Background: an optimization exercise with open tools, aiming at small area, a short achievable clock period and few clock cycles per item. Do not read the settings as production practice.
Only simulation tests tie the RTL to the original design; equivalence was not proved.

==> flow/design.v <==
module sha256_core (
    input  wire         clk,
    input  wire         rst,
    input  wire         in_valid,
    output wire         in_ready,
    input  wire         in_first,
    input  wire [511:0] in_block,
    output reg          out_valid,
    output wire [255:0] out_digest
);
    localparam [255:0] IV = {32'h6a09e667, 32'hbb67ae85, 32'h3c6ef372, 32'ha54ff53a,
                             32'h510e527f, 32'h9b05688c, 32'h1f83d9ab, 32'h5be0cd19};
    reg  [5:0]   cnt;           
    reg          run;           
    reg          sv;            
    reg          nf;            
    reg          cf;            
    reg          rdy;
    reg          rst_r;         
    reg  [31:0]  r0, r1, r2, r3, r4, r5, r6, r7;    
    reg  [31:0]  a, b, c, e, f, g;
    reg  [31:0]  p, q;          
    reg  [31:0]  kw;            
    reg  [511:0] ws;            
    wire [63:0] cdec = 64'd1 << cnt;
    wire [31:0] kn;
    assign kn[ 0] = |(cdec & 64'h98b616ea7e8452af);
    assign kn[ 1] = |(cdec & 64'h3cfc429a2e6d9b05);
    assign kn[ 2] = |(cdec & 64'h11d358356a97bd33);
    assign kn[ 3] = |(cdec & 64'h4ed9849981be0945);
    assign kn[ 4] = |(cdec & 64'hf526650f94702d6c);
    assign kn[ 5] = |(cdec & 64'h3ce62b59a48c3d1a);
    assign kn[ 6] = |(cdec & 64'h3cf921853ff76e2d);
    assign kn[ 7] = |(cdec & 64'hfc661269473bdb7b);
    assign kn[ 8] = |(cdec & 64'h54a15317bf53ef8b);
    assign kn[ 9] = |(cdec & 64'h56f9098c578090f7);
    assign kn[10] = |(cdec & 64'hcc2798a3038d9720);
    assign kn[11] = |(cdec & 64'h6d3e857b663546e3);
    assign kn[12] = |(cdec & 64'h250312040a412eab);
    assign kn[13] = |(cdec & 64'h7dabb4e5b3166a41);
    assign kn[14] = |(cdec & 64'hadb1c6d512c0e6a7);
    assign kn[15] = |(cdec & 64'h145a655008bb2957);
    assign kn[16] = |(cdec & 64'hb2c08940eba561da);
    assign kn[17] = |(cdec & 64'hc660b5fcd940ecd4);
    assign kn[18] = |(cdec & 64'h86f4d241484a9e76);
    assign kn[19] = |(cdec & 64'h557d3bcfb266fe30);
    assign kn[20] = |(cdec & 64'hbc1e8ce2c2f8fd3e);
    assign kn[21] = |(cdec & 64'hb4a2e26b6cfc851a);
    assign kn[22] = |(cdec & 64'h3b092338162d180d);
    assign kn[23] = |(cdec & 64'h57da4c505c35fc8b);
    assign kn[24] = |(cdec & 64'h801546174a05b22f);
    assign kn[25] = |(cdec & 64'h70198b6ad62994b0);
    assign kn[26] = |(cdec & 64'h3b4b9a0dfe37c301);
    assign kn[27] = |(cdec & 64'h12bcc08182dd906e);
    assign kn[28] = |(cdec & 64'h94d6fc2a2b7016dd);
    assign kn[29] = |(cdec & 64'h98e710ccc3a6c527);
    assign kn[30] = |(cdec & 64'he0f81f0f0c38e64a);
    assign kn[31] = |(cdec & 64'h3f001ff00fc0f873);
    function [31:0] wj(input [511:0] v, input integer j);
        wj = v[511 - 32*j -: 32];
    endfunction
    function [31:0] hj(input [255:0] v, input integer j);
        hj = v[255 - 32*j -: 32];
    endfunction
    function [31:0] rotr(input [31:0] x, input integer n);
        rotr = (x >> n) | (x << (32 - n));
    endfunction
    reg last, pen, c61, strm, fin, lrun, ld;
    reg [3:0] widx;
    wire [31:0] s0_w  = rotr(wj(ws, 1), 7) ^ rotr(wj(ws, 1), 18) ^ (wj(ws, 1) >> 3);
    wire [31:0] s1_w  = rotr(wj(ws, 14), 17) ^ rotr(wj(ws, 14), 19) ^ (wj(ws, 14) >> 10);
    wire [31:0] w_new = wj(ws, 0) + s0_w + wj(ws, 9) + s1_w;
    wire [31:0] w_in  = in_block[511 - 32*widx -: 32];
    wire [31:0] w_sh  = strm ? w_in : w_new;
    wire [31:0] S1  = rotr(e, 6) ^ rotr(e, 11) ^ rotr(e, 25);
    wire [31:0] ch  = (e & f) ^ (~e & g);
    wire [31:0] S0  = rotr(a, 2) ^ rotr(a, 13) ^ rotr(a, 22);
    wire [31:0] mj  = (a & b) ^ (a & c) ^ (b & c);
    wire [31:0] ta  = p + S1 + ch + S0 + mj;
    wire [31:0] te  = q + S1 + ch;
    reg [31:0] iva, ive;
    always @* begin
        case ({c61, pen})
            2'b10:   begin iva = hj(IV, 3); ive = hj(IV, 7); end
            2'b01:   begin iva = hj(IV, 2); ive = hj(IV, 6); end
            default: begin iva = hj(IV, 1); ive = hj(IV, 5); end
        endcase
    end
    wire [31:0] sa  = ((cf & fin) ? iva : r0) + (a & {32{fin}});
    wire [31:0] se  = ((cf & fin) ? ive : r4) + (e & {32{fin}});
    wire [31:0] y0  = cf ? hj(IV, 0) : r2;
    wire [31:0] y4  = cf ? hj(IV, 4) : r6;
    wire [31:0] y7  = nf ? hj(IV, 7) : r2;
    wire [31:0] y3  = nf ? hj(IV, 3) : r6;
    wire [31:0] hh  = last ? y7 : g;
    wire [31:0] dd  = last ? y3 : c;
    wire [31:0] pn  = hh + kw + (pen ? y0 : 32'd0);
    wire [31:0] qn  = dd + hh + kw + (pen ? y4 : 32'd0);
    wire [31:0] kwn = kn + wj(ws, 1);                    
    always @(posedge clk) begin
        ws <= {ws[479:0], w_sh};
        p  <= pn;
        q  <= qn;
        kw <= kwn;
        a  <= ld ? (nf ? hj(IV, 0) : r1) : ta;
        e  <= ld ? (nf ? hj(IV, 4) : r5) : te;
        if (last) begin
            b <= nf ? hj(IV, 1) : sa;
            c <= nf ? hj(IV, 2) : r7;
            f <= nf ? hj(IV, 5) : se;
            g <= nf ? hj(IV, 6) : r3;
        end else begin
            b <= a; c <= b;
            f <= e; g <= f;
        end
        r0 <= lrun ? ta : r1;
        r1 <= r2; r2 <= r3; r3 <= se;
        r4 <= lrun ? te : r5;
        r5 <= r6; r6 <= r7; r7 <= sa;
    end
    always @(posedge clk)
        rst_r <= rst;
    always @(posedge clk) begin
        if (rst_r) begin
            cnt       <= 6'd47;
            last      <= 1'b0;
            pen       <= 1'b0;
            c61       <= 1'b0;
            strm      <= 1'b1;
            fin       <= 1'b0;
            lrun      <= 1'b0;
            ld        <= 1'b0;
            widx      <= 4'd0;
            run       <= 1'b0;
            sv        <= 1'b0;
            cf        <= 1'b0;
            rdy       <= 1'b0;
            out_valid <= 1'b0;
        end else begin
            cnt       <= cnt + 6'd1;
            last      <= (cnt == 6'd62);
            pen       <= (cnt == 6'd61);
            c61       <= (cnt == 6'd60);
            strm      <= (cnt >= 6'd46) && (cnt <= 6'd61);
            fin       <= run && (cnt >= 6'd60) && (cnt <= 6'd62);
            lrun      <= run && (cnt == 6'd62);
            ld        <= (cnt == 6'd62) && (in_first || !run);
            widx      <= cnt[3:0] + 4'd2;
            out_valid <= run & last;
            rdy       <= sv & (cnt == 6'd61);
            if (cnt == 6'd47) sv <= in_valid;
            if (pen && sv) nf <= in_first;
            if (last) begin
                run <= sv;
                sv  <= 1'b0;
                cf  <= sv & nf;
            end
        end
    end
    assign in_ready   = rdy;
    assign out_digest = {r0, r7, r6, r5, r4, r3, r2, r1};
endmodule
Settings: LEC_CHECK=0, CAP_MARGIN=5, CORE_MARGIN=2, CORE_UTILIZATION=40, CTS_CLUSTER_DIAMETER=100, CTS_CLUSTER_SIZE=24, SLEW_MARGIN=5; clock period 15.0 ns.
standard.sh (not shown) runs the stock make flow with config.mk's settings and CLKGATE_MAP_FILE= SYNTH_SCRIPT=/design/flow/synth_recipe.tcl, a recipe that flattens the netlist after the stock synthesis.
==> flow/flow/run.sh <==
#!/bin/bash
# Layout flow: the standard ORFS flow (standard.sh, unchanged, with
# the standard flow's config.mk and SDC), with two settings on make's command line:
#  - the port buffers that the flow puts on every input and output are
#    sky130_fd_sc_hd__buf_1 rather than the delay buffer it picks by default.
# make's full output goes to standard_flow.log here; ORFS keeps each step's
# log under orfs/logs.
set -euo pipefail
bash standard.sh SETUP_SLACK_MARGIN=10 "BUFFER_PORTS_ARGS=-buffer_cell sky130_fd_sc_hd__buf_1" > standard_flow.log 2>&1
Testbench counts at the start, summed over its fixed seeds: cycles 78,296, items 1,221.
Next try:
Settings changed: CAP_MARGIN 5 to 20, PLACE_DENSITY set to 0.72, SLEW_MARGIN 5 to 20.
Effect: The changed run completed with no timing, DRC or antenna violations; critical path depth came out higher by 3; sequential share of layout area is about the same; count of clock-buffer cells in the layout decreases by 6; cell area barely changes; register-to-register slack barely changes; setup slack improved by 0.0079 ns.
Next try:
--- a/flow/flow/run.sh
+++ b/flow/flow/run.sh
@@ -7,3 +7,3 @@
 # log under orfs/logs.
 set -euo pipefail
-bash standard.sh SETUP_SLACK_MARGIN=10 "BUFFER_PORTS_ARGS=-buffer_cell sky130_fd_sc_hd__buf_1" > standard_flow.log 2>&1
+bash standard.sh SETUP_SLACK_MARGIN=10.25 "BUFFER_PORTS_ARGS=-buffer_cell sky130_fd_sc_hd__buf_1" > standard_flow.log 2>&1
Settings changed: PLACE_DENSITY 0.72 to unset.
Effect: The changed run finished clean; die area is unchanged; via count fell by 1.1%; critical path depth decreases by 3; sequential share of layout area shrinks by 0.86 points; clock skew barely changes.
Next try:
--- a/flow/flow/run.sh
+++ b/flow/flow/run.sh
@@ -7,3 +7,3 @@
 # log under orfs/logs.
 set -euo pipefail
-bash standard.sh SETUP_SLACK_MARGIN=10.25 "BUFFER_PORTS_ARGS=-buffer_cell sky130_fd_sc_hd__buf_1" > standard_flow.log 2>&1
+bash standard.sh SETUP_SLACK_MARGIN=10 "BUFFER_PORTS_ARGS=-buffer_cell sky130_fd_sc_hd__buf_1" > standard_flow.log 2>&1
After rerunning: Fmax fell by about 2%; wire length is about the same; global-route usage is about the same; cell count fell by 0.79%; via count rose by about 0.4%; design area fell by 2.5%; die area does not change.
Next try:
Settings changed: CTS_CLUSTER_DIAMETER 100 to 80, CTS_CLUSTER_SIZE 24 to 20.
=> Wire length barely changes. Final area is higher slightly. Clock-buffer cell count is higher by 15. Via count is higher slightly. Cell count is higher slightly. Area after synthesis stays the same. Clock skew is lower by 0.034 ns. Setup slack gets better by 0.059 ns. Synthesized cell count does not change.

---

== red ==
RTL: the design.v shown in full above, as it stands there.
export LEC_CHECK = 0
export CAP_MARGIN = 20
export CORE_MARGIN = 2
export CORE_UTILIZATION = 50
export CTS_CLUSTER_DIAMETER = 100
export CTS_CLUSTER_SIZE = 24
export SLEW_MARGIN = 20
create_clock -name core_clock -period 15.0 [get_ports {clk}]
==> flow/flow/run.sh <==
#!/bin/bash
# Layout flow: the standard ORFS flow (standard.sh, unchanged, with
# the standard flow's config.mk and SDC), with two settings on make's command line:
#  - the port buffers that the flow puts on every input and output are
#    sky130_fd_sc_hd__buf_1 rather than the delay buffer it picks by default.
# make's full output goes to standard_flow.log here; ORFS keeps each step's
# log under orfs/logs.
set -euo pipefail
bash standard.sh SETUP_SLACK_MARGIN=10 "BUFFER_PORTS_ARGS=-buffer_cell sky130_fd_sc_hd__buf_1" > standard_flow.log 2>&1
red did not stop at any stage, and its layout met the timing, DRC and antenna checks.
Testbench counts of red, summed over its fixed seeds: cycles 78,296, items 1,221.
--- input diff red..blue ---
Settings: putting TNS_END_PERCENT at 5 where nothing was set; swapping 50 for 40 in CORE_UTILIZATION.
==> comparison <==
blue vs. red: met3 track demand over resource in global routing now sits lower; maximum fanout encountered on the critical timing path went down 6; total number of vias moved down.
First element of the critical path = cnt[2]: blue; first element of the critical path = cnt[0]: red
What green does differently from blue at the input level:
Settings: CTS_CLUSTER_DIAMETER no longer set, was 100; TNS_END_PERCENT no longer set, was 5; CTS_CLUSTER_SIZE no longer set, was 24.
--- a/flow/flow/run.sh
+++ b/flow/flow/run.sh
@@ -7,3 +7,3 @@
 # log under orfs/logs.
 set -euo pipefail
-bash standard.sh SETUP_SLACK_MARGIN=10 "BUFFER_PORTS_ARGS=-buffer_cell sky130_fd_sc_hd__buf_1" > standard_flow.log 2>&1
+bash standard.sh SETUP_SLACK_MARGIN=10.5 "BUFFER_PORTS_ARGS=-buffer_cell sky130_fd_sc_hd__buf_1" > standard_flow.log 2>&1
Results
green ends up with a critical path depth that is 5.0% higher than in blue. Measured against each other, green and blue differ in sequential standard cell area, the lower figure coming from blue. Looking at post-layout instance area, green sits 9.6% above blue.

---

main:
Another version of the RTL of sha256_core (not shown whole).
Size: roughly 5,600 cells after synthesis, ~1,100 flip-flops, about 770 I/O pins, about 57,000 um^2 of cells after synthesis.
export LEC_CHECK = 0
export CAP_MARGIN = 20
export CORE_MARGIN = 2
export CORE_UTILIZATION = 40
export SLEW_MARGIN = 20
create_clock -name core_clock -period 15.0 [get_ports {clk}]
==> flow/flow/run.sh <==
#!/bin/bash
# Layout flow: the standard ORFS flow (standard.sh, unchanged, with
# the standard flow's config.mk and SDC), with two settings on make's command line:
#  - the port buffers that the flow puts on every input and output are
#    sky130_fd_sc_hd__buf_1 rather than the delay buffer it picks by default.
# make's full output goes to standard_flow.log here; ORFS keeps each step's
# log under orfs/logs.
set -euo pipefail
bash standard.sh SETUP_SLACK_MARGIN=12 "BUFFER_PORTS_ARGS=-buffer_cell sky130_fd_sc_hd__buf_1" > standard_flow.log 2>&1
main has completed all stages; timing, DRC and antenna checks passed.
Testbench counts of main, summed over its fixed seeds: cycles 78,296, items 1,221.
Input changes introduced in the feature branch (baseline for comparison: main):
--- a/flow/flow/run.sh
+++ b/flow/flow/run.sh
@@ -8,2 +8,2 @@
 set -euo pipefail
-bash standard.sh SETUP_SLACK_MARGIN=12 "BUFFER_PORTS_ARGS=-buffer_cell sky130_fd_sc_hd__buf_1" > standard_flow.log 2>&1
+bash standard.sh SETUP_SLACK_MARGIN=10.5 "BUFFER_PORTS_ARGS=-buffer_cell sky130_fd_sc_hd__buf_1" > standard_flow.log 2>&1
Results
The final layout from the feature branch, which completed every stage, passed the timing, DRC and antenna checks at the end of the flow. Going from main to the feature branch, maximum clock frequency grows by 1.1 MHz. On worst hold slack: between main and the feature branch, it ends up lower for the feature branch. Side by side, routed wire length turned out lower in the feature branch than in main. Comparing routed length on met2 for main and the feature branch, the bigger number came from main. Re die outline area: no difference whatsoever between main and the feature branch. main and the feature branch ended up with nearly the same clock latency at the later pin of the worst-skew pair. Relative to main, area share of buffers outside the clock network has decreased by 6.8 points in the feature branch. The final standard cell utilization of the core in the feature branch sits 7.5 points below the value recorded for main.

## port drivers added, routing unchanged
No port has a modelled driver above. Below, the same layouts with a new extraction and two added sets of constraints.
Step 1: set_driving_cell puts a clkbuf_16 on clk and a buf_2 on each other input, an assumption about the parent block.
Step 2 also shifts input and output timing later by t, the mid clock arrival at the registers, as if the neighbouring blocks saw the same clock.
Slacks: no drivers / after step 1 / after step 2; pairs: no drivers / after step 1.
run	t, ns	setup slack, ns	worst hold slack (ns)	worst register clock-pin slew, ns
the first run of note 1	0.752	10.024 / 10.024 / 9.824	0.250 / 0.250 / 0.250	0.11 / 0.11
the second run of note 1	0.776	10.032 / 10.032 / 9.632	0.308 / 0.308 / 0.308	0.11 / 0.11
the third run of note 1	0.762	10.116 / 10.116 / 9.874	0.297 / 0.297 / 0.297	0.11 / 0.11
the fourth run of note 1	0.754	10.013 / 10.013 / 9.765	0.266 / 0.266 / 0.266	0.11 / 0.11
the fifth run of note 1	0.758	10.072 / 10.072 / 9.773	0.305 / 0.305 / 0.305	0.09 / 0.09
red	0.766	9.974 / 9.974 / 9.650	0.313 / 0.313 / 0.313	0.11 / 0.11
blue	0.754	9.950 / 9.950 / 9.764	0.268 / 0.268 / 0.268	0.11 / 0.11
green	0.805	10.194 / 10.194 / 9.756	0.278 / 0.278 / 0.278	0.08 / 0.08
main	0.839	10.114 / 10.114 / 10.101	0.304 / 0.304 / 0.304	0.07 / 0.07
the feature branch	0.793	10.141 / 10.141 / 9.800	0.290 / 0.290 / 0.290	0.07 / 0.07
After both steps every run listed still meets setup and hold. For green, which loses most, drivers alone change the setup slack by 0.000 ns; drivers and shift together by -0.438 ns.
